This design comes from an exercise in tuning for small area, a short achievable clock period and few clock cycles on the open sky130 flow, not from production work.
In this exercise RTL edits were held to simulation tests only and were not proved equivalent to the original.
Power is estimated from default activity; no workload was simulated.

## flow/design.v (module list and top-level ports; edited modules follow where they fit)
// module loop_sample_unit: 534 lines
// module lsu_mac: 1371 lines
module loop_sample_unit (
    input  wire        clk,
    input  wire        rst,
    input  wire        start,
    input  wire        first,
    input  wire        restart,
    input  wire [31:0] pv_raw,
    input  wire [31:0] target,
    output wire        ready,
    output reg         done,
    output reg  [31:0] out_val,
    output wire        limited,
    output wire [4:0]  sat_cnt,
    output reg         mem_re,
    output reg  [6:0]  mem_raddr,
    input  wire [31:0] mem_rdata,
    output reg         mem_we,
    output reg  [6:0]  mem_waddr,
    output reg  [31:0] mem_wdata
);
  // ...
==> flow/run.sh <==
#!/bin/bash
# synth_recipe.tcl (not shown) runs the flow's synth.tcl, then flattens the netlist and writes it again
# the make line also repeats each setting of config.mk as NAME=value (left out here)
make -C /OpenROAD-flow-scripts/flow DESIGN_CONFIG=/design/flow/config.mk WORK_HOME=/design/flow/orfs CLKGATE_MAP_FILE= SYNTH_SCRIPT=/design/flow/synth_recipe.tcl finish
==> flow/config.mk <==
export PLATFORM = sky130hd
export DESIGN_NAME = loop_sample_unit
export DESIGN_NICKNAME = loop_sample_unit
export VERILOG_FILES = /design/flow/design.v
export SDC_FILE = /design/flow/constraint.sdc
export NUM_CORES = 8
export LEC_CHECK = 0
export CAP_MARGIN = 20
export CORE_MARGIN = 2
export CORE_UTILIZATION = 40
export PLACE_DENSITY = 0.6
export SLEW_MARGIN = 20
==> flow/constraint.sdc <==
create_clock -name core_clock -period 25.0 [get_ports {clk}]
set_input_delay 5.0000 -clock core_clock [delete_from_list [all_inputs] [get_ports {clk}]]
set_output_delay 5.0000 -clock core_clock [all_outputs]
set_load 0.01 [all_outputs]
==> run summary, run 1 <==
Status -> no timing/DRC/antenna violations
Commonest cells in the synthesized netlist -> inv_1 (1,137), nand2_1 (722), a21oi_1 (643), fa_1 (625), nor2_1 (598)
Total Power -> 11,810 uW
DR top layer -> met5
Hold_sp -> sec1[1]$_DFF_P_
Cts hold-fix bufs -> 0
Worst Hold Class -> flop to flop
Fin worst setup slack -> 16,440 ps
Num ports -> 189
Wire length on met1 -> 178,300 um
Starting Density -> 0.4016
Comb power frac -> 0.650
Hold EP -> sec0[1]$_DFF_P_
DR DRC count -> 0
Worst Hold Depth -> 0
FP Rows -> 175
Commonest non-fill, non-tap cells in the layout -> inv_1 (1,137), nand2_1 (721), a21oi_1 (640), fa_1 (625), nor2_1 (590)
Mux contribution to synthesized area -> 0.04858
Clock tree sinks -> 970
Slew HR -> 0.09425
Clock transition at path regs -> 60 ps
Biggest registers after layout -> cs_s (66), racc (66), cs_c (65)
Internal power -> 5759 uW
NumNets Final -> 11.44k
Die area -> 231,800 um^2
FF/Latch Area -> 24,580 um^2
PortBufs -> 188
Chip Width -> 481.5 um
Setup TNS -> 0 ps
Routed wire length per instance -> 35.42 um
Testbench counts, summed over its fixed seeds: cycles 13,536.
==> inputs of run 2 (changes only) <==
--- a/flow/design.v
+++ b/flow/design.v
@@ -98,11 +98,13 @@
     reg [31:0] rd0, rd1, rd2, rd3;
     reg        ru_ul, ru_spdb, ru_ramp, ru_w;
     reg        wsel_q;
-    wire       sp_now = (ru_ramp && wsel_q) || ru_w;
+    reg  [31:0] mode_q;
+    wire       sp_now = ru_ramp || (ru_w && !mode_q[26]);
     reg        sp_nowd, sp_nowdd;
     reg        dpos, dneg;
     wire       dnz = dpos | dneg;
-    wire [2:0] jA = lowest(remA);
+    wire [7:0] remA_e = (tag0 == T_MASK) ? rd0[7:0] : remA;
+    wire [2:0] jA = lowest(remA_e);
     wire [2:0] jB = lowest(remB);
     wire [6:0] baseA = sec_base(jA);
     wire [6:0] baseB = sec_base(jB);
@@ -117,15 +119,21 @@
         nx_sec  = jB;
         case (rtag)
             T_TREF:  begin nx_addr = W_SP_DB; nx_tag = T_SPDB;  end
-            T_SPDB:  begin nx_addr = W_MASK;  nx_tag = T_MASK;  end
+            T_SPDB:  begin nx_addr = W_MODE;  nx_tag = T_MODE;  end
+            T_MODE:  begin nx_addr = W_MASK;  nx_tag = T_MASK;  end
             T_MASK:  begin nx_addr = W_IN_OFS; nx_tag = T_INOFS; end
-            T_INOFS: begin nx_addr = W_MODE;  nx_tag = T_MODE;  end
-            T_MODE:  begin nx_addr = W_RAMP;  nx_tag = T_RAMP;  end
+            T_INOFS: begin
+                if (wsel_q) begin
+                    nx_addr = W_RAMP; nx_tag = T_RAMP;
+                end else begin
+                    nx_addr = W_W;    nx_tag = T_W;
+                end
+            end
             T_RAMP, T_W, T_AB0: begin
                 nx_sec = jA;
-                if (rtag == T_RAMP && !wsel_q) begin
-                    nx_addr = W_W; nx_tag = T_W;
-                end else if (remA != 8'd0) begin
+                if (rtag == T_W && mode_q[26]) begin
+                    nx_addr = W_RAMP; nx_tag = T_RAMP;
+                end else if (remA_e != 8'd0) begin
                     nx_addr = baseA + 7'd6; nx_tag = T_AS1L;
                 end else begin
                     nx_addr = W_RLIM; nx_tag = T_RLIM;
@@ -286,7 +294,9 @@
             default:  m1op = O_NONE;
         endcase
     end
-    wire [65:0]        m2_sum  = cs_s + cs_c;
+    wire [65:0]        m2_sum;
+    wire               m2_co;
+    lsu_add66 m2add (.a(cs_s), .b(cs_c), .cin(1'b0), .s(m2_sum), .cout(m2_co));
     wire signed [65:0] m2_sums = m2_sum;
     wire               m2_satp = sat_hi(m2_sum);
     wire               m2_satn = sat_lo(m2_sum);
@@ -308,7 +318,9 @@
         end
     end
     wire        p_rb   = racc[28] & (racc[29] | (|racc[27:0]));
-    wire [34:0] p_rnd  = racc[63:29] + {34'd0, p_rb};
+    wire [34:0] p_rnd;
+    wire        p_rnd_co;
+    lsu_add35 rndadd (.a(racc[63:29]), .b(35'd0), .cin(p_rb), .s(p_rnd), .cout(p_rnd_co));
     wire signed [65:0] racc_s = racc;
     wire        p_ovf  = !racc[65] & ((|racc[64:60]) | (&racc[59:28]));
     wire        p_unf  = racc[65] & (!(&racc[64:61]) | (!racc[60] & !(&racc[59:28])));
@@ -317,28 +329,40 @@
     wire        p_satn = sat_lo(racc);
     wire        p_sat  = p_satp | p_satn;
     wire [31:0] p_y    = p_satp ? 32'h7FFF_FFFF : p_satn ? 32'h8000_0001 : p_rnd[31:0];
-    reg  [31:0] pv_q, mode_q;
+    reg  [31:0] pv_q;
     wire        pv2 = (tag0 == T_INOFS);
     reg  [31:0] xc;                  
     reg  [34:0] diff_q;
     wire signed [32:0] dq33   = diff_q[32:0];
-    wire signed [35:0] pv_sum = {diff_q[34], diff_q} + {{4{rd0[31]}}, rd0};    
+    wire signed [35:0] pv_sum;       
+    wire               pv_co;
+    lsu_add36 pvadd (.a({diff_q[34], diff_q}), .b({{4{rd0[31]}}, rd0}), .cin(1'b0), .s(pv_sum), .cout(pv_co));
     wire        [31:0] pv_sat = (!pv_sum[35] & (|pv_sum[34:31]))  ? 32'h7FFF_FFFF :
                                 (pv_sum[35] & !(&pv_sum[34:31])) ? 32'h8000_0000 : pv_sum[31:0];
     reg         ramp_q;
-    wire        [31:0] ru_base = ru_spdb ? rd1 : ru_ramp ? pv_q : rd0;
+    wire        [31:0] ru_base = ru_spdb ? rd1 : (ru_ramp && wsel_q) ? pv_q : ru_ramp ? rd1 : rd0;
     wire        [31:0] ru_tgt  = ru_ul ? xc : t_q;
-    wire        [31:0] ru_lim  = ru_ul ? rd3 : ru_w ? rd1 : rd0;
+    wire        [31:0] ru_lim  = ru_ul ? rd3 : rd0;
     wire signed [34:0] ru_b35  = {{3{ru_base[31]}}, ru_base};
     wire signed [34:0] ru_t35  = {{3{ru_tgt[31]}}, ru_tgt};
     wire signed [34:0] ru_l35  = {3'b000, ru_lim};
-    wire signed [34:0] ru_hi   = ru_l35 + ru_b35 - ru_t35;       
-    wire signed [34:0] ru_lo   = ru_t35 - ru_b35 + ru_l35;       
+    wire        [34:0] ru_hs   = ru_l35 ^ ru_b35 ^ ~ru_t35;
+    wire        [34:0] ru_hc   = (ru_l35 & ru_b35) | (ru_l35 & ~ru_t35) | (ru_b35 & ~ru_t35);
+    wire        [34:0] ru_ls   = ru_l35 ^ ~ru_b35 ^ ru_t35;
+    wire        [34:0] ru_lc   = (ru_l35 & ~ru_b35) | (ru_l35 & ru_t35) | (~ru_b35 & ru_t35);
+    wire        [34:0] ru_hi, ru_lo;
+    wire               ru_hco, ru_lco;
+    lsu_add35 ruhi (.a(ru_hs), .b({ru_hc[33:0], 1'b0}), .cin(1'b1), .s(ru_hi), .cout(ru_hco));
+    lsu_add35 rulo (.a(ru_ls), .b({ru_lc[33:0], 1'b0}), .cin(1'b1), .s(ru_lo), .cout(ru_lco));
     wire               ru_gt   = ru_hi[34];
     wire               ru_lt   = ru_lo[34];
-    wire        [31:0] ru_res  = ru_gt ? ru_base + ru_lim : ru_lt ? ru_base - ru_lim : ru_tgt;
+    wire        [31:0] ru_bpl, ru_bml;
+    wire               ru_pco, ru_mco;
+    lsu_add32 ruadd (.a(ru_base), .b(ru_lim), .cin(1'b0), .s(ru_bpl), .cout(ru_pco));
+    lsu_add32 rusub (.a(ru_base), .b(~ru_lim), .cin(1'b1), .s(ru_bml), .cout(ru_mco));
+    wire        [31:0] ru_res  = ru_gt ? ru_bpl : ru_lt ? ru_bml : ru_tgt;
     wire               exceed  = ru_gt | ru_lt;
-    wire        [31:0] w0       = wsel_q ? pv_q : rd0;
+    wire        [31:0] w0       = wsel_q ? pv_q : rd1;
     wire               ramping0 = wsel_q ? (ru_lim != 32'd0) : mode_q[26];
     wire        [31:0] sp_w1    = first_q ? w0 : ramping0 ? ru_res : t_q;
     wire               sp_rnew  = first_q ? ramping0 : (ramping0 & (ru_gt | ru_lt));
@@ -347,7 +371,9 @@
     wire signed [31:0] cl_min = rz_q ? rd2 : rd3;
     wire        [31:0] sb_a  = sp_nowd ? diff_q[31:0] : xc;
     wire        [31:0] sb_b  = sp_nowd ? pv_q : rd0;
-    wire signed [32:0] x0_v  = {sb_a[31], sb_a} - {sb_b[31], sb_b};
+    wire signed [32:0] x0_v;
+    wire               x0_co;
+    lsu_add33 x0sub (.a({sb_a[31], sb_a}), .b(~{sb_b[31], sb_b}), .cin(1'b1), .s(x0_v), .cout(x0_co));
     wire        [31:0] x0    = (!x0_v[32] & x0_v[31]) ? 32'h7FFF_FFFF :
                                (x0_v[32] & !x0_v[31]) ? 32'h8000_0000 : x0_v[31:0];
     reg         rlgt_q, rllt_q, lim_q;
@@ -357,10 +383,19 @@
     wire signed [31:0] rd1_s  = rd1;
     wire signed [31:0] rd0_s  = rd0;
     wire signed [32:0] cd_mx  = x0_v;
-    wire signed [32:0] cd_mn  = {xc_s[31], xc_s} - {rd1_s[31], rd1_s};
+    wire signed [32:0] cd_mn;
+    wire               cd_co;
+    lsu_add33 cdsub (.a({xc_s[31], xc_s}), .b(~{rd1_s[31], rd1_s}), .cin(1'b1), .s(cd_mn), .cout(cd_co));
+    wire        [32:0] mm_d;
+    wire               mm_co;
+    lsu_add33 mmsub (.a({rd0[31], rd0}), .b(~{rd1[31], rd1}), .cin(1'b1), .s(mm_d), .cout(mm_co));
     wire signed [31:0] cl_ur  = rz_q ? xc : diff_q[31:0];
-    wire               cl_blo = rz_q ? xmn_lt : (cl_ur < cl_min);
-    wire               cl_bhi = rz_q ? xmx_gt : (cl_ur > cl_max);
+    wire        [32:0] cb_lo, cb_hi;
+    wire               cb_lco, cb_hco;
+    lsu_add33 cblo (.a({cl_ur[31], cl_ur}), .b(~{cl_min[31], cl_min}), .cin(1'b1), .s(cb_lo), .cout(cb_lco));
+    lsu_add33 cbhi (.a({cl_max[31], cl_max}), .b(~{cl_ur[31], cl_ur}), .cin(1'b1), .s(cb_hi), .cout(cb_hco));
+    wire               cl_blo = rz_q ? xmn_lt : cb_lo[32];
+    wire               cl_bhi = rz_q ? xmx_gt : cb_hi[32];
     wire               cl_eqx = rz_q ? !(xmx_gt | xmx_lt) : (cl_ur == cl_max);
     wire               cl_tmx = cl_blo ? cmm_q : cl_bhi;           
     wire               cl_tmn = cl_blo & !cmm_q;                    
@@ -407,7 +442,10 @@
     reg         ws_n1hi, ws_mv, ws_n2hi, ws_ulast, ws_mode;
     reg  [4:0]  satc;
     assign sat_cnt = satc;
-    wire signed [64:0] mv_d  = {diff_q[31], diff_q[31:0], pv_q} - {rd0[31], rd0, rd1};
+    wire signed [64:0] mv_d;
+    wire               mv_co;
+    lsu_add65 mvsub (.a({diff_q[31], diff_q[31:0], pv_q}), .b(~{rd0[31], rd0, rd1}), .cin(1'b1),
+                     .s(mv_d), .cout(mv_co));
     wire               mv_gt = !mv_d[64] && (mv_d != 65'sd0);
     wire               mv_lt = mv_d[64];
     wire               mv_commit = !((dpos & mv_gt) | (dneg & mv_lt));
@@ -459,7 +497,7 @@
             xmx_lt <= cd_mx[32];
             xmn_gt <= !cd_mn[32] && (cd_mn != 33'sd0);
             xmn_lt <= cd_mn[32];
-            cmm_q  <= rd1_s > rd0_s;
+            cmm_q  <= mm_d[32];
         end
         if (tag0 == T_ULAST) begin
             rlgt_q <= ru_gt;
@@ -471,8 +509,7 @@
             dpos  <= cl_dp;
             dneg  <= cl_dn;
         end
-        if (pop == O_OUT)
-            out_val <= p_r32;
+        out_val <= p_r32;
         if (tag1 == T_INGAIN)
             satc <= 5'd0;
         else if ((pop == O_Y && p_sat) || (m2_isn && (m2_satp || m2_satn)))
@@ -501,10 +538,12 @@
                         (ws_mv & mv_commit) || ((ws_n1hi || wr_n2 || ws_n2hi) & commit_q);
         end
     end
-    wire [31:0] wd_mode = {mode_q[31:27], ramp_q, lim_q, mode_q[24], mode_q[23:0] + 24'd1};
+    wire [23:0] mode_inc;
+    wire        mode_co;
+    lsu_add24 modeinc (.a(mode_q[23:0]), .b(24'd0), .cin(1'b1), .s(mode_inc), .cout(mode_co));
+    wire [31:0] wd_mode = {mode_q[31:27], ramp_q, lim_q, mode_q[24], mode_inc};
     wire        wd_hi   = ws_n1hi | ws_n2hi;
-    wire        wd_any  = wr_tref | wr_w | ws_ulast | ws_mode | wr_n1 | ws_mv | wr_n2 | wd_hi;
-    wire [31:0] wd      = ({32{wr_tref}}       & ((first_q | exc_q) ? t_q : rd2)) |
+    wire [31:0] wd      = ({32{wr_tref}}       & ((first_q | exc_q) ? t_q : rd3)) |
                           ({32{ws_ulast}}      & xc) |
                           ({32{ws_mode}}       & wd_mode) |
                           ({32{wr_n1 | wr_n2}} & m2_n[31:0]) |
@@ -515,13 +554,11 @@
                           ({7{wr_w}}     & W_W) |
                           ({7{ws_ulast}} & W_U_LAST) |
                           ({7{ws_mode}}  & W_MODE) |
-                          ({7{wr_n1 | ws_n1hi | wr_n2 | ws_n2hi}} &
+                          ({7{wr_n1 | ws_mv | ws_n1hi | wr_n2 | ws_n2hi}} &
                            (sec_base(wa_sec) + {5'd0, wr_n2 | ws_n2hi, ws_n1hi | ws_n2hi}) + 7'd6);
     always @(posedge clk) begin
-        if (wd_any)
-            mem_wdata <= wd;
-        if (wd_any & !ws_mv)
-            mem_waddr <= wa;
+        mem_wdata <= wd;
+        mem_waddr <= wa;
         if (wr_n1)
             wsec <= m2sec;
         if (wr_n1)
@@ -1903,3 +1940,825 @@
   assign s = {t1252, t1250, t1248, t1246, t1244, t1242, t1240, t1238, t1236, t1234, t1232, t1230, t1228, t1226, t1224, t1222, t1220, t1218, t1216, t1214, t1212, t1210, t1208, t1206, t1204, t1202, t1200, t1198, t1196, t1194, t1192, t1190, t1188, t1186, t1184, t1182, t1180, t1178, t1176, t1174, t1172, t1170, t1168, t1166, t1164, t1162, t1160, t1158, t1156, t1154, t1152, t1150, t1148, t1146, t1144, t1142, t1140, t1138, t1136, t1134, t1132, t1130, t1128, t1126, t1124, t1123};
   assign c = {t1253, t1251, t1249, t1247, t1245, t1243, t1241, t1239, t1237, t1235, t1233, t1231, t1229, t1227, t1225, t1223, t1221, t1219, t1217, t1215, t1213, t1211, t1209, t1207, t1205, t1203, t1201, t1199, t1197, t1195, t1193, t1191, t1189, t1187, t1185, t1183, t1181, t1179, t1177, t1175, t1173, t1171, t1169, t1167, t1165, t1163, t1161, t1159, t1157, t1155, t1153, t1151, t1149, t1147, t1145, t1143, t1141, t1139, t1137, t1135, t1133, t1131, t1129, t1127, t1125, d1[0]};
 endmodule
+module lsu_add24(input [23:0] a, input [23:0] b, input cin, output [23:0] s, output cout);
+  wire [23:0] p0 = a ^ b;
+  wire [23:0] g0 = a & b;
+  wire G1 = g0[0] | (p0[0] & cin);
+  wire G2 = g0[1] | (p0[1] & G1);
+  wire G3 = g0[3] | (p0[3] & g0[2]);
+  wire P3 = p0[3] & p0[2];
+  wire G4 = g0[5] | (p0[5] & g0[4]);
+  wire P4 = p0[5] & p0[4];
+  wire G5 = g0[7] | (p0[7] & g0[6]);
+  wire P5 = p0[7] & p0[6];
+  wire G6 = g0[9] | (p0[9] & g0[8]);
+  wire P6 = p0[9] & p0[8];
+  wire G7 = g0[11] | (p0[11] & g0[10]);
+  wire P7 = p0[11] & p0[10];
+  wire G8 = g0[13] | (p0[13] & g0[12]);
+  wire P8 = p0[13] & p0[12];
+  wire G9 = g0[15] | (p0[15] & g0[14]);
+  wire P9 = p0[15] & p0[14];
+  wire G10 = g0[17] | (p0[17] & g0[16]);
+  wire P10 = p0[17] & p0[16];
+  wire G11 = g0[19] | (p0[19] & g0[18]);
+  wire P11 = p0[19] & p0[18];
+  wire G12 = g0[21] | (p0[21] & g0[20]);
+  wire P12 = p0[21] & p0[20];
+  wire G13 = g0[23] | (p0[23] & g0[22]);
+  wire P13 = p0[23] & p0[22];
+  wire G14 = G3 | (P3 & G2);
+  wire G15 = G5 | (P5 & G4);
+  wire P15 = P5 & P4;
+  wire G16 = G7 | (P7 & G6);
+  wire P16 = P7 & P6;
+  wire G17 = G9 | (P9 & G8);
+  wire P17 = P9 & P8;
+  wire G18 = G11 | (P11 & G10);
+  wire P18 = P11 & P10;
+  wire G19 = G13 | (P13 & G12);
+  wire P19 = P13 & P12;
+  wire G20 = G15 | (P15 & G14);
+  wire G21 = G17 | (P17 & G16);
+  wire P21 = P17 & P16;
+  wire G22 = G19 | (P19 & G18);
+  wire P22 = P19 & P18;
+  wire G23 = G21 | (P21 & G20);
+  wire G24 = G22 | (P22 & G23);
+  wire G25 = G16 | (P16 & G20);
+  wire G26 = G18 | (P18 & G23);
+  wire G27 = G4 | (P4 & G14);
+  wire G28 = G6 | (P6 & G20);
+  wire G29 = G8 | (P8 & G25);
+  wire G30 = G10 | (P10 & G23);
+  wire G31 = G12 | (P12 & G26);
+  wire G32 = g0[2] | (p0[2] & G2);
+  wire G33 = g0[4] | (p0[4] & G14);
+  wire G34 = g0[6] | (p0[6] & G27);
+  wire G35 = g0[8] | (p0[8] & G20);
+  wire G36 = g0[10] | (p0[10] & G28);
+  wire G37 = g0[12] | (p0[12] & G25);
+  wire G38 = g0[14] | (p0[14] & G29);
+  wire G39 = g0[16] | (p0[16] & G23);
+  wire G40 = g0[18] | (p0[18] & G30);
+  wire G41 = g0[20] | (p0[20] & G26);
+  wire G42 = g0[22] | (p0[22] & G31);
+  wire [24:0] c = {G24, G42, G31, G41, G26, G40, G30, G39, G23, G38, G29, G37, G25, G36, G28, G35, G20, G34, G27, G33, G14, G32, G2, G1, cin};
+  assign s = p0 ^ c[23:0];
+  assign cout = c[24];
+endmodule
+module lsu_add32(input [31:0] a, input [31:0] b, input cin, output [31:0] s, output cout);
+  wire [31:0] p0 = a ^ b;
+  wire [31:0] g0 = a & b;
+  wire G1 = g0[0] | (p0[0] & cin);
+  wire G2 = g0[1] | (p0[1] & G1);
+  wire G3 = g0[3] | (p0[3] & g0[2]);
+  wire P3 = p0[3] & p0[2];
+  wire G4 = g0[5] | (p0[5] & g0[4]);
+  wire P4 = p0[5] & p0[4];
+  wire G5 = g0[7] | (p0[7] & g0[6]);
+  wire P5 = p0[7] & p0[6];
+  wire G6 = g0[9] | (p0[9] & g0[8]);
+  wire P6 = p0[9] & p0[8];
+  wire G7 = g0[11] | (p0[11] & g0[10]);
+  wire P7 = p0[11] & p0[10];
+  wire G8 = g0[13] | (p0[13] & g0[12]);
+  wire P8 = p0[13] & p0[12];
+  wire G9 = g0[15] | (p0[15] & g0[14]);
+  wire P9 = p0[15] & p0[14];
+  wire G10 = g0[17] | (p0[17] & g0[16]);
+  wire P10 = p0[17] & p0[16];
+  wire G11 = g0[19] | (p0[19] & g0[18]);
+  wire P11 = p0[19] & p0[18];
+  wire G12 = g0[21] | (p0[21] & g0[20]);
+  wire P12 = p0[21] & p0[20];
+  wire G13 = g0[23] | (p0[23] & g0[22]);
+  wire P13 = p0[23] & p0[22];
+  wire G14 = g0[25] | (p0[25] & g0[24]);
+  wire P14 = p0[25] & p0[24];
+  wire G15 = g0[27] | (p0[27] & g0[26]);
+  wire P15 = p0[27] & p0[26];
+  wire G16 = g0[29] | (p0[29] & g0[28]);
+  wire P16 = p0[29] & p0[28];
+  wire G17 = g0[31] | (p0[31] & g0[30]);
+  wire P17 = p0[31] & p0[30];
+  wire G18 = G3 | (P3 & G2);
+  wire G19 = G5 | (P5 & G4);
+  wire P19 = P5 & P4;
+  wire G20 = G7 | (P7 & G6);
+  wire P20 = P7 & P6;
+  wire G21 = G9 | (P9 & G8);
+  wire P21 = P9 & P8;
+  wire G22 = G11 | (P11 & G10);
+  wire P22 = P11 & P10;
+  wire G23 = G13 | (P13 & G12);
+  wire P23 = P13 & P12;
+  wire G24 = G15 | (P15 & G14);
+  wire P24 = P15 & P14;
+  wire G25 = G17 | (P17 & G16);
+  wire P25 = P17 & P16;
+  wire G26 = G19 | (P19 & G18);
+  wire G27 = G21 | (P21 & G20);
+  wire P27 = P21 & P20;
+  wire G28 = G23 | (P23 & G22);
+  wire P28 = P23 & P22;
+  wire G29 = G25 | (P25 & G24);
+  wire P29 = P25 & P24;
+  wire G30 = G27 | (P27 & G26);
+  wire G31 = G29 | (P29 & G28);
+  wire P31 = P29 & P28;
+  wire G32 = G31 | (P31 & G30);
+  wire G33 = G28 | (P28 & G30);
+  wire G34 = G20 | (P20 & G26);
+  wire G35 = G22 | (P22 & G30);
+  wire G36 = G24 | (P24 & G33);
+  wire G37 = G4 | (P4 & G18);
+  wire G38 = G6 | (P6 & G26);
+  wire G39 = G8 | (P8 & G34);
+  wire G40 = G10 | (P10 & G30);
+  wire G41 = G12 | (P12 & G35);
+  wire G42 = G14 | (P14 & G33);
+  wire G43 = G16 | (P16 & G36);
+  wire G44 = g0[2] | (p0[2] & G2);
+  wire G45 = g0[4] | (p0[4] & G18);
+  wire G46 = g0[6] | (p0[6] & G37);
+  wire G47 = g0[8] | (p0[8] & G26);
+  wire G48 = g0[10] | (p0[10] & G38);
+  wire G49 = g0[12] | (p0[12] & G34);
+  wire G50 = g0[14] | (p0[14] & G39);
+  wire G51 = g0[16] | (p0[16] & G30);
+  wire G52 = g0[18] | (p0[18] & G40);
+  wire G53 = g0[20] | (p0[20] & G35);
+  wire G54 = g0[22] | (p0[22] & G41);
+  wire G55 = g0[24] | (p0[24] & G33);
+  wire G56 = g0[26] | (p0[26] & G42);
+  wire G57 = g0[28] | (p0[28] & G36);
+  wire G58 = g0[30] | (p0[30] & G43);
+  wire [32:0] c = {G32, G58, G43, G57, G36, G56, G42, G55, G33, G54, G41, G53, G35, G52, G40, G51, G30, G50, G39, G49, G34, G48, G38, G47, G26, G46, G37, G45, G18, G44, G2, G1, cin};
+  assign s = p0 ^ c[31:0];
+  assign cout = c[32];
+endmodule
+module lsu_add33(input [32:0] a, input [32:0] b, input cin, output [32:0] s, output cout);
+  wire [32:0] p0 = a ^ b;
+  wire [32:0] g0 = a & b;
+  wire G1 = g0[0] | (p0[0] & cin);
+  wire G2 = g0[1] | (p0[1] & G1);
+  wire G3 = g0[3] | (p0[3] & g0[2]);
+  wire P3 = p0[3] & p0[2];
+  wire G4 = g0[5] | (p0[5] & g0[4]);
+  wire P4 = p0[5] & p0[4];
+  wire G5 = g0[7] | (p0[7] & g0[6]);
+  wire P5 = p0[7] & p0[6];
+  wire G6 = g0[9] | (p0[9] & g0[8]);
+  wire P6 = p0[9] & p0[8];
+  wire G7 = g0[11] | (p0[11] & g0[10]);
+  wire P7 = p0[11] & p0[10];
+  wire G8 = g0[13] | (p0[13] & g0[12]);
+  wire P8 = p0[13] & p0[12];
+  wire G9 = g0[15] | (p0[15] & g0[14]);
+  wire P9 = p0[15] & p0[14];
+  wire G10 = g0[17] | (p0[17] & g0[16]);
+  wire P10 = p0[17] & p0[16];
+  wire G11 = g0[19] | (p0[19] & g0[18]);
+  wire P11 = p0[19] & p0[18];
+  wire G12 = g0[21] | (p0[21] & g0[20]);
+  wire P12 = p0[21] & p0[20];
+  wire G13 = g0[23] | (p0[23] & g0[22]);
+  wire P13 = p0[23] & p0[22];
+  wire G14 = g0[25] | (p0[25] & g0[24]);
+  wire P14 = p0[25] & p0[24];
+  wire G15 = g0[27] | (p0[27] & g0[26]);
+  wire P15 = p0[27] & p0[26];
+  wire G16 = g0[29] | (p0[29] & g0[28]);
+  wire P16 = p0[29] & p0[28];
+  wire G17 = g0[31] | (p0[31] & g0[30]);
+  wire P17 = p0[31] & p0[30];
+  wire G18 = G3 | (P3 & G2);
+  wire G19 = G5 | (P5 & G4);
+  wire P19 = P5 & P4;
+  wire G20 = G7 | (P7 & G6);
+  wire P20 = P7 & P6;
+  wire G21 = G9 | (P9 & G8);
+  wire P21 = P9 & P8;
+  wire G22 = G11 | (P11 & G10);
+  wire P22 = P11 & P10;
+  wire G23 = G13 | (P13 & G12);
+  wire P23 = P13 & P12;
+  wire G24 = G15 | (P15 & G14);
+  wire P24 = P15 & P14;
+  wire G25 = G17 | (P17 & G16);
+  wire P25 = P17 & P16;
+  wire G26 = G19 | (P19 & G18);
+  wire G27 = G21 | (P21 & G20);
+  wire P27 = P21 & P20;
+  wire G28 = G23 | (P23 & G22);
+  wire P28 = P23 & P22;
+  wire G29 = G25 | (P25 & G24);
+  wire P29 = P25 & P24;
+  wire G30 = G27 | (P27 & G26);
+  wire G31 = G29 | (P29 & G28);
+  wire P31 = P29 & P28;
+  wire G32 = G31 | (P31 & G30);
+  wire G33 = G28 | (P28 & G30);
+  wire G34 = G20 | (P20 & G26);
+  wire G35 = G22 | (P22 & G30);
+  wire G36 = G24 | (P24 & G33);
+  wire G37 = G4 | (P4 & G18);
+  wire G38 = G6 | (P6 & G26);
+  wire G39 = G8 | (P8 & G34);
+  wire G40 = G10 | (P10 & G30);
+  wire G41 = G12 | (P12 & G35);
+  wire G42 = G14 | (P14 & G33);
+  wire G43 = G16 | (P16 & G36);
+  wire G44 = g0[2] | (p0[2] & G2);
+  wire G45 = g0[4] | (p0[4] & G18);
+  wire G46 = g0[6] | (p0[6] & G37);
+  wire G47 = g0[8] | (p0[8] & G26);
+  wire G48 = g0[10] | (p0[10] & G38);
+  wire G49 = g0[12] | (p0[12] & G34);
+  wire G50 = g0[14] | (p0[14] & G39);
+  wire G51 = g0[16] | (p0[16] & G30);
+  wire G52 = g0[18] | (p0[18] & G40);
+  wire G53 = g0[20] | (p0[20] & G35);
+  wire G54 = g0[22] | (p0[22] & G41);
+  wire G55 = g0[24] | (p0[24] & G33);
+  wire G56 = g0[26] | (p0[26] & G42);
+  wire G57 = g0[28] | (p0[28] & G36);
+  wire G58 = g0[30] | (p0[30] & G43);
+  wire G59 = g0[32] | (p0[32] & G32);
+  wire [33:0] c = {G59, G32, G58, G43, G57, G36, G56, G42, G55, G33, G54, G41, G53, G35, G52, G40, G51, G30, G50, G39, G49, G34, G48, G38, G47, G26, G46, G37, G45, G18, G44, G2, G1, cin};
+  assign s = p0 ^ c[32:0];
+  assign cout = c[33];
+endmodule
+module lsu_add35(input [34:0] a, input [34:0] b, input cin, output [34:0] s, output cout);
+  wire [34:0] p0 = a ^ b;
+  wire [34:0] g0 = a & b;
+  wire G1 = g0[0] | (p0[0] & cin);
+  wire G2 = g0[1] | (p0[1] & G1);
+  wire G3 = g0[3] | (p0[3] & g0[2]);
+  wire P3 = p0[3] & p0[2];
+  wire G4 = g0[5] | (p0[5] & g0[4]);
+  wire P4 = p0[5] & p0[4];
+  wire G5 = g0[7] | (p0[7] & g0[6]);
+  wire P5 = p0[7] & p0[6];
+  wire G6 = g0[9] | (p0[9] & g0[8]);
+  wire P6 = p0[9] & p0[8];
+  wire G7 = g0[11] | (p0[11] & g0[10]);
+  wire P7 = p0[11] & p0[10];
+  wire G8 = g0[13] | (p0[13] & g0[12]);
+  wire P8 = p0[13] & p0[12];
+  wire G9 = g0[15] | (p0[15] & g0[14]);
+  wire P9 = p0[15] & p0[14];
+  wire G10 = g0[17] | (p0[17] & g0[16]);
+  wire P10 = p0[17] & p0[16];
+  wire G11 = g0[19] | (p0[19] & g0[18]);
+  wire P11 = p0[19] & p0[18];
+  wire G12 = g0[21] | (p0[21] & g0[20]);
+  wire P12 = p0[21] & p0[20];
+  wire G13 = g0[23] | (p0[23] & g0[22]);
+  wire P13 = p0[23] & p0[22];
+  wire G14 = g0[25] | (p0[25] & g0[24]);
+  wire P14 = p0[25] & p0[24];
+  wire G15 = g0[27] | (p0[27] & g0[26]);
+  wire P15 = p0[27] & p0[26];
+  wire G16 = g0[29] | (p0[29] & g0[28]);
+  wire P16 = p0[29] & p0[28];
+  wire G17 = g0[31] | (p0[31] & g0[30]);
+  wire P17 = p0[31] & p0[30];
+  wire G18 = g0[33] | (p0[33] & g0[32]);
+  wire P18 = p0[33] & p0[32];
+  wire G19 = G3 | (P3 & G2);
+  wire G20 = G5 | (P5 & G4);
+  wire P20 = P5 & P4;
+  wire G21 = G7 | (P7 & G6);
+  wire P21 = P7 & P6;
+  wire G22 = G9 | (P9 & G8);
+  wire P22 = P9 & P8;
+  wire G23 = G11 | (P11 & G10);
+  wire P23 = P11 & P10;
+  wire G24 = G13 | (P13 & G12);
+  wire P24 = P13 & P12;
+  wire G25 = G15 | (P15 & G14);
+  wire P25 = P15 & P14;
+  wire G26 = G17 | (P17 & G16);
+  wire P26 = P17 & P16;
+  wire G27 = G20 | (P20 & G19);
+  wire G28 = G22 | (P22 & G21);
+  wire P28 = P22 & P21;
+  wire G29 = G24 | (P24 & G23);
+  wire P29 = P24 & P23;
+  wire G30 = G26 | (P26 & G25);
+  wire P30 = P26 & P25;
+  wire G31 = G28 | (P28 & G27);
+  wire G32 = G30 | (P30 & G29);
+  wire P32 = P30 & P29;
+  wire G33 = G32 | (P32 & G31);
+  wire G34 = G29 | (P29 & G31);
+  wire G35 = G21 | (P21 & G27);
+  wire G36 = G23 | (P23 & G31);
+  wire G37 = G25 | (P25 & G34);
+  wire G38 = G4 | (P4 & G19);
+  wire G39 = G6 | (P6 & G27);
+  wire G40 = G8 | (P8 & G35);
+  wire G41 = G10 | (P10 & G31);
+  wire G42 = G12 | (P12 & G36);
+  wire G43 = G14 | (P14 & G34);
+  wire G44 = G16 | (P16 & G37);
+  wire G45 = G18 | (P18 & G33);
+  wire G46 = g0[2] | (p0[2] & G2);
+  wire G47 = g0[4] | (p0[4] & G19);
+  wire G48 = g0[6] | (p0[6] & G38);
+  wire G49 = g0[8] | (p0[8] & G27);
+  wire G50 = g0[10] | (p0[10] & G39);
+  wire G51 = g0[12] | (p0[12] & G35);
+  wire G52 = g0[14] | (p0[14] & G40);
+  wire G53 = g0[16] | (p0[16] & G31);
+  wire G54 = g0[18] | (p0[18] & G41);
+  wire G55 = g0[20] | (p0[20] & G36);
+  wire G56 = g0[22] | (p0[22] & G42);
+  wire G57 = g0[24] | (p0[24] & G34);
+  wire G58 = g0[26] | (p0[26] & G43);
+  wire G59 = g0[28] | (p0[28] & G37);
+  wire G60 = g0[30] | (p0[30] & G44);
+  wire G61 = g0[32] | (p0[32] & G33);
+  wire G62 = g0[34] | (p0[34] & G45);
+  wire [35:0] c = {G62, G45, G61, G33, G60, G44, G59, G37, G58, G43, G57, G34, G56, G42, G55, G36, G54, G41, G53, G31, G52, G40, G51, G35, G50, G39, G49, G27, G48, G38, G47, G19, G46, G2, G1, cin};
+  assign s = p0 ^ c[34:0];
+  assign cout = c[35];
+endmodule
+module lsu_add36(input [35:0] a, input [35:0] b, input cin, output [35:0] s, output cout);
+  wire [35:0] p0 = a ^ b;
+  wire [35:0] g0 = a & b;
+  wire G1 = g0[0] | (p0[0] & cin);
+  wire G2 = g0[1] | (p0[1] & G1);
+  wire G3 = g0[3] | (p0[3] & g0[2]);
+  wire P3 = p0[3] & p0[2];
+  wire G4 = g0[5] | (p0[5] & g0[4]);
+  wire P4 = p0[5] & p0[4];
+  wire G5 = g0[7] | (p0[7] & g0[6]);
+  wire P5 = p0[7] & p0[6];
+  wire G6 = g0[9] | (p0[9] & g0[8]);
+  wire P6 = p0[9] & p0[8];
+  wire G7 = g0[11] | (p0[11] & g0[10]);
+  wire P7 = p0[11] & p0[10];
+  wire G8 = g0[13] | (p0[13] & g0[12]);
+  wire P8 = p0[13] & p0[12];
+  wire G9 = g0[15] | (p0[15] & g0[14]);
+  wire P9 = p0[15] & p0[14];
+  wire G10 = g0[17] | (p0[17] & g0[16]);
+  wire P10 = p0[17] & p0[16];
+  wire G11 = g0[19] | (p0[19] & g0[18]);
+  wire P11 = p0[19] & p0[18];
+  wire G12 = g0[21] | (p0[21] & g0[20]);
+  wire P12 = p0[21] & p0[20];
+  wire G13 = g0[23] | (p0[23] & g0[22]);
+  wire P13 = p0[23] & p0[22];
+  wire G14 = g0[25] | (p0[25] & g0[24]);
+  wire P14 = p0[25] & p0[24];
+  wire G15 = g0[27] | (p0[27] & g0[26]);
+  wire P15 = p0[27] & p0[26];
+  wire G16 = g0[29] | (p0[29] & g0[28]);
+  wire P16 = p0[29] & p0[28];
+  wire G17 = g0[31] | (p0[31] & g0[30]);
+  wire P17 = p0[31] & p0[30];
+  wire G18 = g0[33] | (p0[33] & g0[32]);
+  wire P18 = p0[33] & p0[32];
+  wire G19 = g0[35] | (p0[35] & g0[34]);
+  wire P19 = p0[35] & p0[34];
+  wire G20 = G3 | (P3 & G2);
+  wire G21 = G5 | (P5 & G4);
+  wire P21 = P5 & P4;
+  wire G22 = G7 | (P7 & G6);
+  wire P22 = P7 & P6;
+  wire G23 = G9 | (P9 & G8);
+  wire P23 = P9 & P8;
+  wire G24 = G11 | (P11 & G10);
+  wire P24 = P11 & P10;
+  wire G25 = G13 | (P13 & G12);
+  wire P25 = P13 & P12;
+  wire G26 = G15 | (P15 & G14);
+  wire P26 = P15 & P14;
+  wire G27 = G17 | (P17 & G16);
+  wire P27 = P17 & P16;
+  wire G28 = G19 | (P19 & G18);
+  wire P28 = P19 & P18;
+  wire G29 = G21 | (P21 & G20);
+  wire G30 = G23 | (P23 & G22);
+  wire P30 = P23 & P22;
+  wire G31 = G25 | (P25 & G24);
+  wire P31 = P25 & P24;
+  wire G32 = G27 | (P27 & G26);
+  wire P32 = P27 & P26;
+  wire G33 = G30 | (P30 & G29);
+  wire G34 = G32 | (P32 & G31);
+  wire P34 = P32 & P31;
+  wire G35 = G34 | (P34 & G33);
+  wire G36 = G31 | (P31 & G33);
+  wire G37 = G22 | (P22 & G29);
+  wire G38 = G24 | (P24 & G33);
+  wire G39 = G26 | (P26 & G36);
+  wire G40 = G28 | (P28 & G35);
+  wire G41 = G4 | (P4 & G20);
+  wire G42 = G6 | (P6 & G29);
+  wire G43 = G8 | (P8 & G37);
+  wire G44 = G10 | (P10 & G33);
+  wire G45 = G12 | (P12 & G38);
+  wire G46 = G14 | (P14 & G36);
+  wire G47 = G16 | (P16 & G39);
+  wire G48 = G18 | (P18 & G35);
+  wire G49 = g0[2] | (p0[2] & G2);
+  wire G50 = g0[4] | (p0[4] & G20);
+  wire G51 = g0[6] | (p0[6] & G41);
+  wire G52 = g0[8] | (p0[8] & G29);
+  wire G53 = g0[10] | (p0[10] & G42);
+  wire G54 = g0[12] | (p0[12] & G37);
+  wire G55 = g0[14] | (p0[14] & G43);
+  wire G56 = g0[16] | (p0[16] & G33);
+  wire G57 = g0[18] | (p0[18] & G44);
+  wire G58 = g0[20] | (p0[20] & G38);
+  wire G59 = g0[22] | (p0[22] & G45);
+  wire G60 = g0[24] | (p0[24] & G36);
+  wire G61 = g0[26] | (p0[26] & G46);
+  wire G62 = g0[28] | (p0[28] & G39);
+  wire G63 = g0[30] | (p0[30] & G47);
+  wire G64 = g0[32] | (p0[32] & G35);
+  wire G65 = g0[34] | (p0[34] & G48);
+  wire [36:0] c = {G40, G65, G48, G64, G35, G63, G47, G62, G39, G61, G46, G60, G36, G59, G45, G58, G38, G57, G44, G56, G33, G55, G43, G54, G37, G53, G42, G52, G29, G51, G41, G50, G20, G49, G2, G1, cin};
+  assign s = p0 ^ c[35:0];
+  assign cout = c[36];
+endmodule
+module lsu_add65(input [64:0] a, input [64:0] b, input cin, output [64:0] s, output cout);
+  wire [64:0] p0 = a ^ b;
+  wire [64:0] g0 = a & b;
+  wire G1 = g0[0] | (p0[0] & cin);
+  wire G2 = g0[1] | (p0[1] & G1);
+  wire G3 = g0[3] | (p0[3] & g0[2]);
+  wire P3 = p0[3] & p0[2];
+  wire G4 = g0[5] | (p0[5] & g0[4]);
+  wire P4 = p0[5] & p0[4];
+  wire G5 = g0[7] | (p0[7] & g0[6]);
+  wire P5 = p0[7] & p0[6];
+  wire G6 = g0[9] | (p0[9] & g0[8]);
+  wire P6 = p0[9] & p0[8];
+  wire G7 = g0[11] | (p0[11] & g0[10]);
+  wire P7 = p0[11] & p0[10];
+  wire G8 = g0[13] | (p0[13] & g0[12]);
+  wire P8 = p0[13] & p0[12];
+  wire G9 = g0[15] | (p0[15] & g0[14]);
+  wire P9 = p0[15] & p0[14];
+  wire G10 = g0[17] | (p0[17] & g0[16]);
+  wire P10 = p0[17] & p0[16];
+  wire G11 = g0[19] | (p0[19] & g0[18]);
+  wire P11 = p0[19] & p0[18];
+  wire G12 = g0[21] | (p0[21] & g0[20]);
+  wire P12 = p0[21] & p0[20];
+  wire G13 = g0[23] | (p0[23] & g0[22]);
+  wire P13 = p0[23] & p0[22];
+  wire G14 = g0[25] | (p0[25] & g0[24]);
+  wire P14 = p0[25] & p0[24];
+  wire G15 = g0[27] | (p0[27] & g0[26]);
+  wire P15 = p0[27] & p0[26];
+  wire G16 = g0[29] | (p0[29] & g0[28]);
+  wire P16 = p0[29] & p0[28];
+  wire G17 = g0[31] | (p0[31] & g0[30]);
+  wire P17 = p0[31] & p0[30];
+  wire G18 = g0[33] | (p0[33] & g0[32]);
+  wire P18 = p0[33] & p0[32];
+  wire G19 = g0[35] | (p0[35] & g0[34]);
+  wire P19 = p0[35] & p0[34];
+  wire G20 = g0[37] | (p0[37] & g0[36]);
+  wire P20 = p0[37] & p0[36];
+  wire G21 = g0[39] | (p0[39] & g0[38]);
+  wire P21 = p0[39] & p0[38];
+  wire G22 = g0[41] | (p0[41] & g0[40]);
+  wire P22 = p0[41] & p0[40];
+  wire G23 = g0[43] | (p0[43] & g0[42]);
+  wire P23 = p0[43] & p0[42];
+  wire G24 = g0[45] | (p0[45] & g0[44]);
+  wire P24 = p0[45] & p0[44];
+  wire G25 = g0[47] | (p0[47] & g0[46]);
+  wire P25 = p0[47] & p0[46];
+  wire G26 = g0[49] | (p0[49] & g0[48]);
+  wire P26 = p0[49] & p0[48];
+  wire G27 = g0[51] | (p0[51] & g0[50]);
+  wire P27 = p0[51] & p0[50];
+  wire G28 = g0[53] | (p0[53] & g0[52]);
+  wire P28 = p0[53] & p0[52];
+  wire G29 = g0[55] | (p0[55] & g0[54]);
+  wire P29 = p0[55] & p0[54];
+  wire G30 = g0[57] | (p0[57] & g0[56]);
+  wire P30 = p0[57] & p0[56];
+  wire G31 = g0[59] | (p0[59] & g0[58]);
+  wire P31 = p0[59] & p0[58];
+  wire G32 = g0[61] | (p0[61] & g0[60]);
+  wire P32 = p0[61] & p0[60];
+  wire G33 = g0[63] | (p0[63] & g0[62]);
+  wire P33 = p0[63] & p0[62];
+  wire G34 = G3 | (P3 & G2);
+  wire G35 = G5 | (P5 & G4);
+  wire P35 = P5 & P4;
+  wire G36 = G7 | (P7 & G6);
+  wire P36 = P7 & P6;
+  wire G37 = G9 | (P9 & G8);
+  wire P37 = P9 & P8;
+  wire G38 = G11 | (P11 & G10);
+  wire P38 = P11 & P10;
+  wire G39 = G13 | (P13 & G12);
+  wire P39 = P13 & P12;
+  wire G40 = G15 | (P15 & G14);
+  wire P40 = P15 & P14;
+  wire G41 = G17 | (P17 & G16);
+  wire P41 = P17 & P16;
+  wire G42 = G19 | (P19 & G18);
+  wire P42 = P19 & P18;
+  wire G43 = G21 | (P21 & G20);
+  wire P43 = P21 & P20;
+  wire G44 = G23 | (P23 & G22);
+  wire P44 = P23 & P22;
+  wire G45 = G25 | (P25 & G24);
+  wire P45 = P25 & P24;
+  wire G46 = G27 | (P27 & G26);
+  wire P46 = P27 & P26;
+  wire G47 = G29 | (P29 & G28);
+  wire P47 = P29 & P28;
+  wire G48 = G31 | (P31 & G30);
+  wire P48 = P31 & P30;
+  wire G49 = G33 | (P33 & G32);
+  wire P49 = P33 & P32;
+  wire G50 = G35 | (P35 & G34);
+  wire G51 = G37 | (P37 & G36);
+  wire P51 = P37 & P36;
+  wire G52 = G39 | (P39 & G38);
+  wire P52 = P39 & P38;
+  wire G53 = G41 | (P41 & G40);
+  wire P53 = P41 & P40;
+  wire G54 = G43 | (P43 & G42);
+  wire P54 = P43 & P42;
+  wire G55 = G45 | (P45 & G44);
+  wire P55 = P45 & P44;
+  wire G56 = G47 | (P47 & G46);
+  wire P56 = P47 & P46;
+  wire G57 = G49 | (P49 & G48);
+  wire P57 = P49 & P48;
+  wire G58 = G51 | (P51 & G50);
+  wire G59 = G53 | (P53 & G52);
+  wire P59 = P53 & P52;
+  wire G60 = G55 | (P55 & G54);
+  wire P60 = P55 & P54;
+  wire G61 = G57 | (P57 & G56);
+  wire P61 = P57 & P56;
+  wire G62 = G59 | (P59 & G58);
+  wire G63 = G61 | (P61 & G60);
+  wire P63 = P61 & P60;
+  wire G64 = G63 | (P63 & G62);
+  wire G65 = G60 | (P60 & G62);
+  wire G66 = G52 | (P52 & G58);
+  wire G67 = G54 | (P54 & G62);
+  wire G68 = G56 | (P56 & G65);
+  wire G69 = G36 | (P36 & G50);
+  wire G70 = G38 | (P38 & G58);
+  wire G71 = G40 | (P40 & G66);
+  wire G72 = G42 | (P42 & G62);
+  wire G73 = G44 | (P44 & G67);
+  wire G74 = G46 | (P46 & G65);
+  wire G75 = G48 | (P48 & G68);
+  wire G76 = G4 | (P4 & G34);
+  wire G77 = G6 | (P6 & G50);
+  wire G78 = G8 | (P8 & G69);
+  wire G79 = G10 | (P10 & G58);
+  wire G80 = G12 | (P12 & G70);
+  wire G81 = G14 | (P14 & G66);
+  wire G82 = G16 | (P16 & G71);
+  wire G83 = G18 | (P18 & G62);
+  wire G84 = G20 | (P20 & G72);
+  wire G85 = G22 | (P22 & G67);
+  wire G86 = G24 | (P24 & G73);
+  wire G87 = G26 | (P26 & G65);
+  wire G88 = G28 | (P28 & G74);
+  wire G89 = G30 | (P30 & G68);
+  wire G90 = G32 | (P32 & G75);
+  wire G91 = g0[2] | (p0[2] & G2);
+  wire G92 = g0[4] | (p0[4] & G34);
+  wire G93 = g0[6] | (p0[6] & G76);
+  wire G94 = g0[8] | (p0[8] & G50);
+  wire G95 = g0[10] | (p0[10] & G77);
+  wire G96 = g0[12] | (p0[12] & G69);
+  wire G97 = g0[14] | (p0[14] & G78);
+  wire G98 = g0[16] | (p0[16] & G58);
+  wire G99 = g0[18] | (p0[18] & G79);
+  wire G100 = g0[20] | (p0[20] & G70);
+  wire G101 = g0[22] | (p0[22] & G80);
+  wire G102 = g0[24] | (p0[24] & G66);
+  wire G103 = g0[26] | (p0[26] & G81);
+  wire G104 = g0[28] | (p0[28] & G71);
+  wire G105 = g0[30] | (p0[30] & G82);
+  wire G106 = g0[32] | (p0[32] & G62);
+  wire G107 = g0[34] | (p0[34] & G83);
+  wire G108 = g0[36] | (p0[36] & G72);
+  wire G109 = g0[38] | (p0[38] & G84);
+  wire G110 = g0[40] | (p0[40] & G67);
+  wire G111 = g0[42] | (p0[42] & G85);
+  wire G112 = g0[44] | (p0[44] & G73);
+  wire G113 = g0[46] | (p0[46] & G86);
+  wire G114 = g0[48] | (p0[48] & G65);
+  wire G115 = g0[50] | (p0[50] & G87);
+  wire G116 = g0[52] | (p0[52] & G74);
+  wire G117 = g0[54] | (p0[54] & G88);
+  wire G118 = g0[56] | (p0[56] & G68);
+  wire G119 = g0[58] | (p0[58] & G89);
+  wire G120 = g0[60] | (p0[60] & G75);
+  wire G121 = g0[62] | (p0[62] & G90);
+  wire G122 = g0[64] | (p0[64] & G64);
+  wire [65:0] c = {G122, G64, G121, G90, G120, G75, G119, G89, G118, G68, G117, G88, G116, G74, G115, G87, G114, G65, G113, G86, G112, G73, G111, G85, G110, G67, G109, G84, G108, G72, G107, G83, G106, G62, G105, G82, G104, G71, G103, G81, G102, G66, G101, G80, G100, G70, G99, G79, G98, G58, G97, G78, G96, G69, G95, G77, G94, G50, G93, G76, G92, G34, G91, G2, G1, cin};
+  assign s = p0 ^ c[64:0];
+  assign cout = c[65];
+endmodule
+module lsu_add66(input [65:0] a, input [65:0] b, input cin, output [65:0] s, output cout);
+  wire [65:0] p0 = a ^ b;
+  wire [65:0] g0 = a & b;
+  wire G1 = g0[0] | (p0[0] & cin);
+  wire G2 = g0[1] | (p0[1] & G1);
+  wire G3 = g0[3] | (p0[3] & g0[2]);
+  wire P3 = p0[3] & p0[2];
+  wire G4 = g0[5] | (p0[5] & g0[4]);
+  wire P4 = p0[5] & p0[4];
+  wire G5 = g0[7] | (p0[7] & g0[6]);
+  wire P5 = p0[7] & p0[6];
+  wire G6 = g0[9] | (p0[9] & g0[8]);
+  wire P6 = p0[9] & p0[8];
+  wire G7 = g0[11] | (p0[11] & g0[10]);
+  wire P7 = p0[11] & p0[10];
+  wire G8 = g0[13] | (p0[13] & g0[12]);
+  wire P8 = p0[13] & p0[12];
+  wire G9 = g0[15] | (p0[15] & g0[14]);
+  wire P9 = p0[15] & p0[14];
+  wire G10 = g0[17] | (p0[17] & g0[16]);
+  wire P10 = p0[17] & p0[16];
+  wire G11 = g0[19] | (p0[19] & g0[18]);
+  wire P11 = p0[19] & p0[18];
+  wire G12 = g0[21] | (p0[21] & g0[20]);
+  wire P12 = p0[21] & p0[20];
+  wire G13 = g0[23] | (p0[23] & g0[22]);
+  wire P13 = p0[23] & p0[22];
+  wire G14 = g0[25] | (p0[25] & g0[24]);
+  wire P14 = p0[25] & p0[24];
+  wire G15 = g0[27] | (p0[27] & g0[26]);
+  wire P15 = p0[27] & p0[26];
+  wire G16 = g0[29] | (p0[29] & g0[28]);
+  wire P16 = p0[29] & p0[28];
+  wire G17 = g0[31] | (p0[31] & g0[30]);
+  wire P17 = p0[31] & p0[30];
+  wire G18 = g0[33] | (p0[33] & g0[32]);
+  wire P18 = p0[33] & p0[32];
+  wire G19 = g0[35] | (p0[35] & g0[34]);
+  wire P19 = p0[35] & p0[34];
+  wire G20 = g0[37] | (p0[37] & g0[36]);
+  wire P20 = p0[37] & p0[36];
+  wire G21 = g0[39] | (p0[39] & g0[38]);
+  wire P21 = p0[39] & p0[38];
+  wire G22 = g0[41] | (p0[41] & g0[40]);
+  wire P22 = p0[41] & p0[40];
+  wire G23 = g0[43] | (p0[43] & g0[42]);
+  wire P23 = p0[43] & p0[42];
+  wire G24 = g0[45] | (p0[45] & g0[44]);
+  wire P24 = p0[45] & p0[44];
+  wire G25 = g0[47] | (p0[47] & g0[46]);
+  wire P25 = p0[47] & p0[46];
+  wire G26 = g0[49] | (p0[49] & g0[48]);
+  wire P26 = p0[49] & p0[48];
+  wire G27 = g0[51] | (p0[51] & g0[50]);
+  wire P27 = p0[51] & p0[50];
+  wire G28 = g0[53] | (p0[53] & g0[52]);
+  wire P28 = p0[53] & p0[52];
+  wire G29 = g0[55] | (p0[55] & g0[54]);
+  wire P29 = p0[55] & p0[54];
+  wire G30 = g0[57] | (p0[57] & g0[56]);
+  wire P30 = p0[57] & p0[56];
+  wire G31 = g0[59] | (p0[59] & g0[58]);
+  wire P31 = p0[59] & p0[58];
+  wire G32 = g0[61] | (p0[61] & g0[60]);
+  wire P32 = p0[61] & p0[60];
+  wire G33 = g0[63] | (p0[63] & g0[62]);
+  wire P33 = p0[63] & p0[62];
+  wire G34 = g0[65] | (p0[65] & g0[64]);
+  wire P34 = p0[65] & p0[64];
+  wire G35 = G3 | (P3 & G2);
+  wire G36 = G5 | (P5 & G4);
+  wire P36 = P5 & P4;
+  wire G37 = G7 | (P7 & G6);
+  wire P37 = P7 & P6;
+  wire G38 = G9 | (P9 & G8);
+  wire P38 = P9 & P8;
+  wire G39 = G11 | (P11 & G10);
+  wire P39 = P11 & P10;
+  wire G40 = G13 | (P13 & G12);
+  wire P40 = P13 & P12;
+  wire G41 = G15 | (P15 & G14);
+  wire P41 = P15 & P14;
+  wire G42 = G17 | (P17 & G16);
+  wire P42 = P17 & P16;
+  wire G43 = G19 | (P19 & G18);
+  wire P43 = P19 & P18;
+  wire G44 = G21 | (P21 & G20);
+  wire P44 = P21 & P20;
+  wire G45 = G23 | (P23 & G22);
+  wire P45 = P23 & P22;
+  wire G46 = G25 | (P25 & G24);
+  wire P46 = P25 & P24;
+  wire G47 = G27 | (P27 & G26);
+  wire P47 = P27 & P26;
+  wire G48 = G29 | (P29 & G28);
+  wire P48 = P29 & P28;
+  wire G49 = G31 | (P31 & G30);
+  wire P49 = P31 & P30;
+  wire G50 = G33 | (P33 & G32);
+  wire P50 = P33 & P32;
+  wire G51 = G36 | (P36 & G35);
+  wire G52 = G38 | (P38 & G37);
+  wire P52 = P38 & P37;
+  wire G53 = G40 | (P40 & G39);
+  wire P53 = P40 & P39;
+  wire G54 = G42 | (P42 & G41);
+  wire P54 = P42 & P41;
+  wire G55 = G44 | (P44 & G43);
+  wire P55 = P44 & P43;
+  wire G56 = G46 | (P46 & G45);
+  wire P56 = P46 & P45;
+  wire G57 = G48 | (P48 & G47);
+  wire P57 = P48 & P47;
+  wire G58 = G50 | (P50 & G49);
+  wire P58 = P50 & P49;
+  wire G59 = G52 | (P52 & G51);
+  wire G60 = G54 | (P54 & G53);
+  wire P60 = P54 & P53;
+  wire G61 = G56 | (P56 & G55);
+  wire P61 = P56 & P55;
+  wire G62 = G58 | (P58 & G57);
+  wire P62 = P58 & P57;
+  wire G63 = G60 | (P60 & G59);
+  wire G64 = G62 | (P62 & G61);
+  wire P64 = P62 & P61;
+  wire G65 = G64 | (P64 & G63);
+  wire G66 = G61 | (P61 & G63);
+  wire G67 = G53 | (P53 & G59);
+  wire G68 = G55 | (P55 & G63);
+  wire G69 = G57 | (P57 & G66);
+  wire G70 = G37 | (P37 & G51);
+  wire G71 = G39 | (P39 & G59);
+  wire G72 = G41 | (P41 & G67);
+  wire G73 = G43 | (P43 & G63);
+  wire G74 = G45 | (P45 & G68);
+  wire G75 = G47 | (P47 & G66);
+  wire G76 = G49 | (P49 & G69);
+  wire G77 = G4 | (P4 & G35);
+  wire G78 = G6 | (P6 & G51);
+  wire G79 = G8 | (P8 & G70);
+  wire G80 = G10 | (P10 & G59);
+  wire G81 = G12 | (P12 & G71);
+  wire G82 = G14 | (P14 & G67);
+  wire G83 = G16 | (P16 & G72);
+  wire G84 = G18 | (P18 & G63);
+  wire G85 = G20 | (P20 & G73);
+  wire G86 = G22 | (P22 & G68);
+  wire G87 = G24 | (P24 & G74);
+  wire G88 = G26 | (P26 & G66);
+  wire G89 = G28 | (P28 & G75);
+  wire G90 = G30 | (P30 & G69);
+  wire G91 = G32 | (P32 & G76);
+  wire G92 = G34 | (P34 & G65);
+  wire G93 = g0[2] | (p0[2] & G2);
+  wire G94 = g0[4] | (p0[4] & G35);
+  wire G95 = g0[6] | (p0[6] & G77);
+  wire G96 = g0[8] | (p0[8] & G51);
+  wire G97 = g0[10] | (p0[10] & G78);
+  wire G98 = g0[12] | (p0[12] & G70);
+  wire G99 = g0[14] | (p0[14] & G79);
+  wire G100 = g0[16] | (p0[16] & G59);
+  wire G101 = g0[18] | (p0[18] & G80);
+  wire G102 = g0[20] | (p0[20] & G71);
+  wire G103 = g0[22] | (p0[22] & G81);
+  wire G104 = g0[24] | (p0[24] & G67);
+  wire G105 = g0[26] | (p0[26] & G82);
+  wire G106 = g0[28] | (p0[28] & G72);
+  wire G107 = g0[30] | (p0[30] & G83);
+  wire G108 = g0[32] | (p0[32] & G63);
+  wire G109 = g0[34] | (p0[34] & G84);
+  wire G110 = g0[36] | (p0[36] & G73);
+  wire G111 = g0[38] | (p0[38] & G85);
+  wire G112 = g0[40] | (p0[40] & G68);
+  wire G113 = g0[42] | (p0[42] & G86);
+  wire G114 = g0[44] | (p0[44] & G74);
+  wire G115 = g0[46] | (p0[46] & G87);
+  wire G116 = g0[48] | (p0[48] & G66);
+  wire G117 = g0[50] | (p0[50] & G88);
+  wire G118 = g0[52] | (p0[52] & G75);
+  wire G119 = g0[54] | (p0[54] & G89);
+  wire G120 = g0[56] | (p0[56] & G69);
+  wire G121 = g0[58] | (p0[58] & G90);
+  wire G122 = g0[60] | (p0[60] & G76);
+  wire G123 = g0[62] | (p0[62] & G91);
+  wire G124 = g0[64] | (p0[64] & G65);
+  wire [66:0] c = {G92, G124, G65, G123, G91, G122, G76, G121, G90, G120, G69, G119, G89, G118, G75, G117, G88, G116, G66, G115, G87, G114, G74, G113, G86, G112, G68, G111, G85, G110, G73, G109, G84, G108, G63, G107, G83, G106, G72, G105, G82, G104, G67, G103, G81, G102, G71, G101, G80, G100, G59, G99, G79, G98, G70, G97, G78, G96, G51, G95, G77, G94, G35, G93, G2, G1, cin};
+  assign s = p0 ^ c[65:0];
+  assign cout = c[66];
+endmodule
==> flow/flow/run.sh (new file) <==
#!/bin/bash
# Layout flow: the standard synthesis and layout (standard.sh), with timing
# repair aimed below the design's period (a setup margin; the constraints and
# the period are the standard flow's own) and port buffers that drive their pins quickly.
# Each step's full output goes to a log file of its own in the work folder.
set -euo pipefail
bash standard.sh synth > synth.log 2>&1
bash standard.sh SETUP_SLACK_MARGIN=18.5 \
    "BUFFER_PORTS_ARGS=-buffer_cell sky130_fd_sc_hd__buf_2" \
    finish > layout.log 2>&1
==> flow/standard.sh (new file) <==
#!/bin/bash
# synth_recipe.tcl (not shown) runs the flow's synth.tcl, then flattens the netlist and writes it again
# the make line also repeats each setting of config.mk as NAME=value (left out here)
make -C /OpenROAD-flow-scripts/flow DESIGN_CONFIG=/design/flow/config.mk WORK_HOME=/design/flow/orfs CLKGATE_MAP_FILE= SYNTH_SCRIPT=/design/flow/synth_recipe.tcl "${@:-finish}"
removed: flow/run.sh
==> run summary, run 2 <==
Total CTS buffers -> 119
Mapped cell area -> 86,390 um^2
Cell taking the most area after synthesis -> fa_1
Total GRT Usage -> 0.4036
Reg2reg end -> xc[21]$_DFFE_PP_
PortBufs -> 188 (unchanged)
H-tree depth -> 3
Die area -> 219,700 um^2 (-5.2%)
Antenna Nets Post-Route -> 0
Most common cell after layout, fill and taps aside -> inv_1
Status -> no timing/DRC/antenna violations
CP endpoint kind -> flop
Crit-path cells -> buf_4, inv_1, o21ai_0, ha_1, inv_1, fa_1, a211oi_1, o21ai_1, and4_1, or2_2, a31oi_1, nor2b_1, o21ai_0, nand2b_1, a21o_1, a21o_1, fa_1, xor2_1, nand2_1, a211o_1, o2111ai_1
Final period util -> 0.2639
Hpwl dp -> 344,100 um
CP Buf/Inv Count -> 3
Clock transition at path regs -> 60 ps (about the same)
Seq pwr share -> 0.243
Most frequent cell after synthesis -> inv_1
Comb power frac -> 0.547 (-0.103)
Hold EP -> ord1[2]$_DFF_P_
First-pass GRT wire length -> 616,800 um
Layout cells sized above 1 -> 0.1062
Fin crit period -> 6598 ps
Setup TNS -> 0 ps (unchanged)
Starting Density -> 0.4025 (+0.0008997)
Gr ovfl total -> 0
Routed wire length per instance -> 37.01 um (+4.5%)
FP Rows -> 170 (-2.9%)
Syn avg cell area -> 9.427 um^2
Initial antenna violation count -> 69
Critical path class -> flop to flop
Overall die height -> 468.7 um
DR vias -> 78.80k
P per Cell Area -> 95.14 nW/um^2
Iteration-0 DRC Markers -> 12.91k
Core area -> 214,600 um^2
Clock network power share -> 0.210
Final Wtd Congestion -> 1.145
Hold Fails Final Rpt -> 0
Router iterations before antenna repair -> 9
Synth area leaders -> fa_1 (18%), edfxtp_1 (15%), dfxtp_1 (12%)
Seq/Total Area, Yosys -> 0.2761
Internal power -> 4780 uW (-17%)
Num ports -> 189 (unchanged)
Biggest registers after layout -> cs_s (66), racc (66), cs_c (65)
Synth Net Count -> 10.62k
NumNets Final -> 10.68k (-6.6%)
DRT Wirelength -> 452,400 um
Area delta synth->final -> 11.31%
Final setup vio count -> 0
Worst r2r path cells -> 21
CP top delay family -> compound AO/OA/AOI/OAI gates
EDFF count, synth -> 443
Pin count of the biggest net entering global routing -> 95
FMAX -> 151.6 MHz
Number of global-route vias before repair -> 75.08k
Slew Limit Fails -> 0
Commonest non-fill, non-tap cells in the layout -> inv_1 (1,137), fa_1 (766), nand2_1 (666), ha_1 (589), a22oi_1 (512)
Worst slew pin tran -> 1346 ps
Worst Hold Depth -> 0 (unchanged)
Clock tree buffer depth -> 3
Max incr delay on CP -> 730 ps
Critical Path RT -> 25,670 ps
RSZ-0062 raised after global routing -> yes
Crit Reg-Reg Startpoint -> rd0[0]$_DFF_P_
CTS tree -> yes
Clock tree sinks -> 970 (unchanged)
Cts hold-fix bufs -> 0 (unchanged)
Cell variety after synth -> 115
Synthesis-stage register bit count -> 970
Sw Pwr -> 4370 uW
Pleak -> 0.04169 uW
FF-to-FF setup slack -> 18,400 ps
Switching Share -> 0.4776
Ys Warns -> 1
Async SR Flop Fraction -> 0
Root buffer cell -> clkbuf_16
Clock latency (worst-skew pair) -> 860 ps
Top cell type's share of synthesized area -> 0.1775
Worst-path maximum fanout -> 10
Chip Width -> 468.7 um (-2.6%)
Worst Hold Class -> flop to flop
Worst Path Arrival -> 7260 ps
Max Cap Violations -> 0
Cells after synthesis -> 9,164
Util after Layout -> 0.4481
Slew HR -> 0.09300 (-0.001246)
CP max-delay cell -> a31oi_1
Vias per cell -> 6.448
Commonest cells in the synthesized netlist -> inv_1 (1,138), fa_1 (766), nand2_1 (667), ha_1 (589), dfxtp_1 (527)
Peak supply drop -> 0.1077 mV
CP Launch Type -> flop
Hold_sp -> rord[2]$_DFF_P_
Clk_skew -> 93.97 ps
Main synth FF type -> dfxtp_1
DR DRC count -> 0 (unchanged)
## run 2: worst max-delay path by stage
stage                     startpoint               endpoint  slack, ps  depth (start not counted)
floorplan                      start       t_q[0]$_DFFE_PP_      18550                          3
global placement     cs_s[2]$_DFF_P_  mem_wdata[18]$_DFF_P_      17650                         21
detailed placement   cs_s[2]$_DFF_P_  mem_wdata[18]$_DFF_P_      17950                         24
CTS                 cs_s[17]$_DFF_P_  mem_wdata[18]$_DFF_P_      18410                         24
global route         lim_q$_DFFE_PN_                limited      18450                          2
finish                rd0[0]$_DFF_P_       xc[21]$_DFFE_PP_      18400                         21
## run 2: worst reg2reg max path: cells and delay by family (launching register included)
family	cells	cell delay, ps
AO/OA/AOI/OAI	9	2710
XOR/XNOR	1	530
adder cells (fa/ha/maj)	3	1120
buffers and inverters	3	740
flip-flops	1	300
AND/OR/NAND/NOR	5	1040
## run 2: cell families (layout without fill, tap and decap cells)
logic type | count (synthesis) | after routing | share of synthesized area
flops | 970 | 970 | 0.2761
xor+xnor | 719 | 719 | 0.07320
mux | 299 | 299 | 0.03702
simple gates | 1818 | 1818 | 0.09876
other cells | 0 | 50 | 0
compound gates | 2270 | 2270 | 0.1755
buf+inv | 1730 | 1900 | 0.07628
fa+ha+maj | 1358 | 1358 | 0.2632
## run 2: metrics by stage
stage          hold slack (ps)  cell area [um^2]  std cells  power [uW]  setup slack [ps]
2_1_floorplan            309.6             86390       9164        4925             18550
3_3_place_gp             310.9             91140      11930        6886             17650
3_5_place_dp             312.1             91280      11930        7040             17950
4_1_cts                  326.4             95730      12160        8968             18410
5_1_grt                  330.7             96050      12180        9586             18450
6_report                 326.5             96160      12220        9149             18400
## run 2: power groups by stage
stage / registers, uW / logic (uW) / clock network [uW]
6_report: 2220 / 5000 / 1920
5_1_grt: 2240 / 5360 / 1990
4_1_cts: 2220 / 4820 / 1940
3_5_place_dp: 2250 / 4790 / 0
3_3_place_gp: 2240 / 4640 / 0
2_1_floorplan: 2190 / 2730 / 0
## run 2: area by class of cell
cell class	instances	area, um^2
clock buffers	152	3425
fillers	20670	118500
inverters	1147	4309
clock inverters	75	887.1
multi-input cells	6464	56400
repair buffers	526	3582
well taps	2838	3551
flip-flops and latches	970	23890
diodes	50	125.1
## run 2: per-layer routing
| layer | vias up | global-route usage | share of wire |
|---|---|---|---|
| met5 | - | 0 | 0.00060 |
| met4 | 36 | 0.2765 | 0.084 |
| met3 | 1552 | 0.1289 | 0.13 |
| met2 | 6125 | 0.5734 | 0.41 |
| met1 | 39290 | 0.5200 | 0.38 |
| li1 | 31800 | - | - |
## run 2: what timing repair did
action | CTS | global route
pin swaps | 0 | 3
endpoints found under the hold margin | 0 | 0
gates resized for setup | 33 | 46
cloned | 0 | 1
buffers inserted | 2 | 5
setup endpoints to repair | 59 | 80
Testbench counts of run 2, summed over its fixed seeds: cycles 13,425.

## afterwards: timing with drivers on the ports
The results above use ideal ports. As a check the final layouts listed here were re-extracted and re-timed, cells and wires unchanged. Step 1 sets driving cells, clkbuf_16 on the clock port and buf_2 on the other inputs (assumed; they add their load-dependent delay and slew). Step 2 times the ports against the registers' clock, not the clock port: input delays grow and output delays shrink by t, the midpoint of the rising clock arrivals with the driver on. a / b / c = ideal / step 1 / step 2; a / b = the first two.
run | shift t [ns] | setup slack, ns | latest minus earliest clock arrival (ns) | slew at the worst register clock pin (ns) | pins driven straight from the clock port
run 1 | 0.918 | 16.437 / 16.437 / 16.437 | 0.088 / 0.089 | 0.08 / 0.08 | 1
run 2 | 0.908 | 18.402 / 18.384 / 17.951 | 0.094 / 0.095 | 0.08 / 0.08 | 1
After both steps setup and hold are still met in every run listed. The setup slack of run 2, which loses most, moves by -0.018 ns with the drivers and by -0.451 ns with both steps.
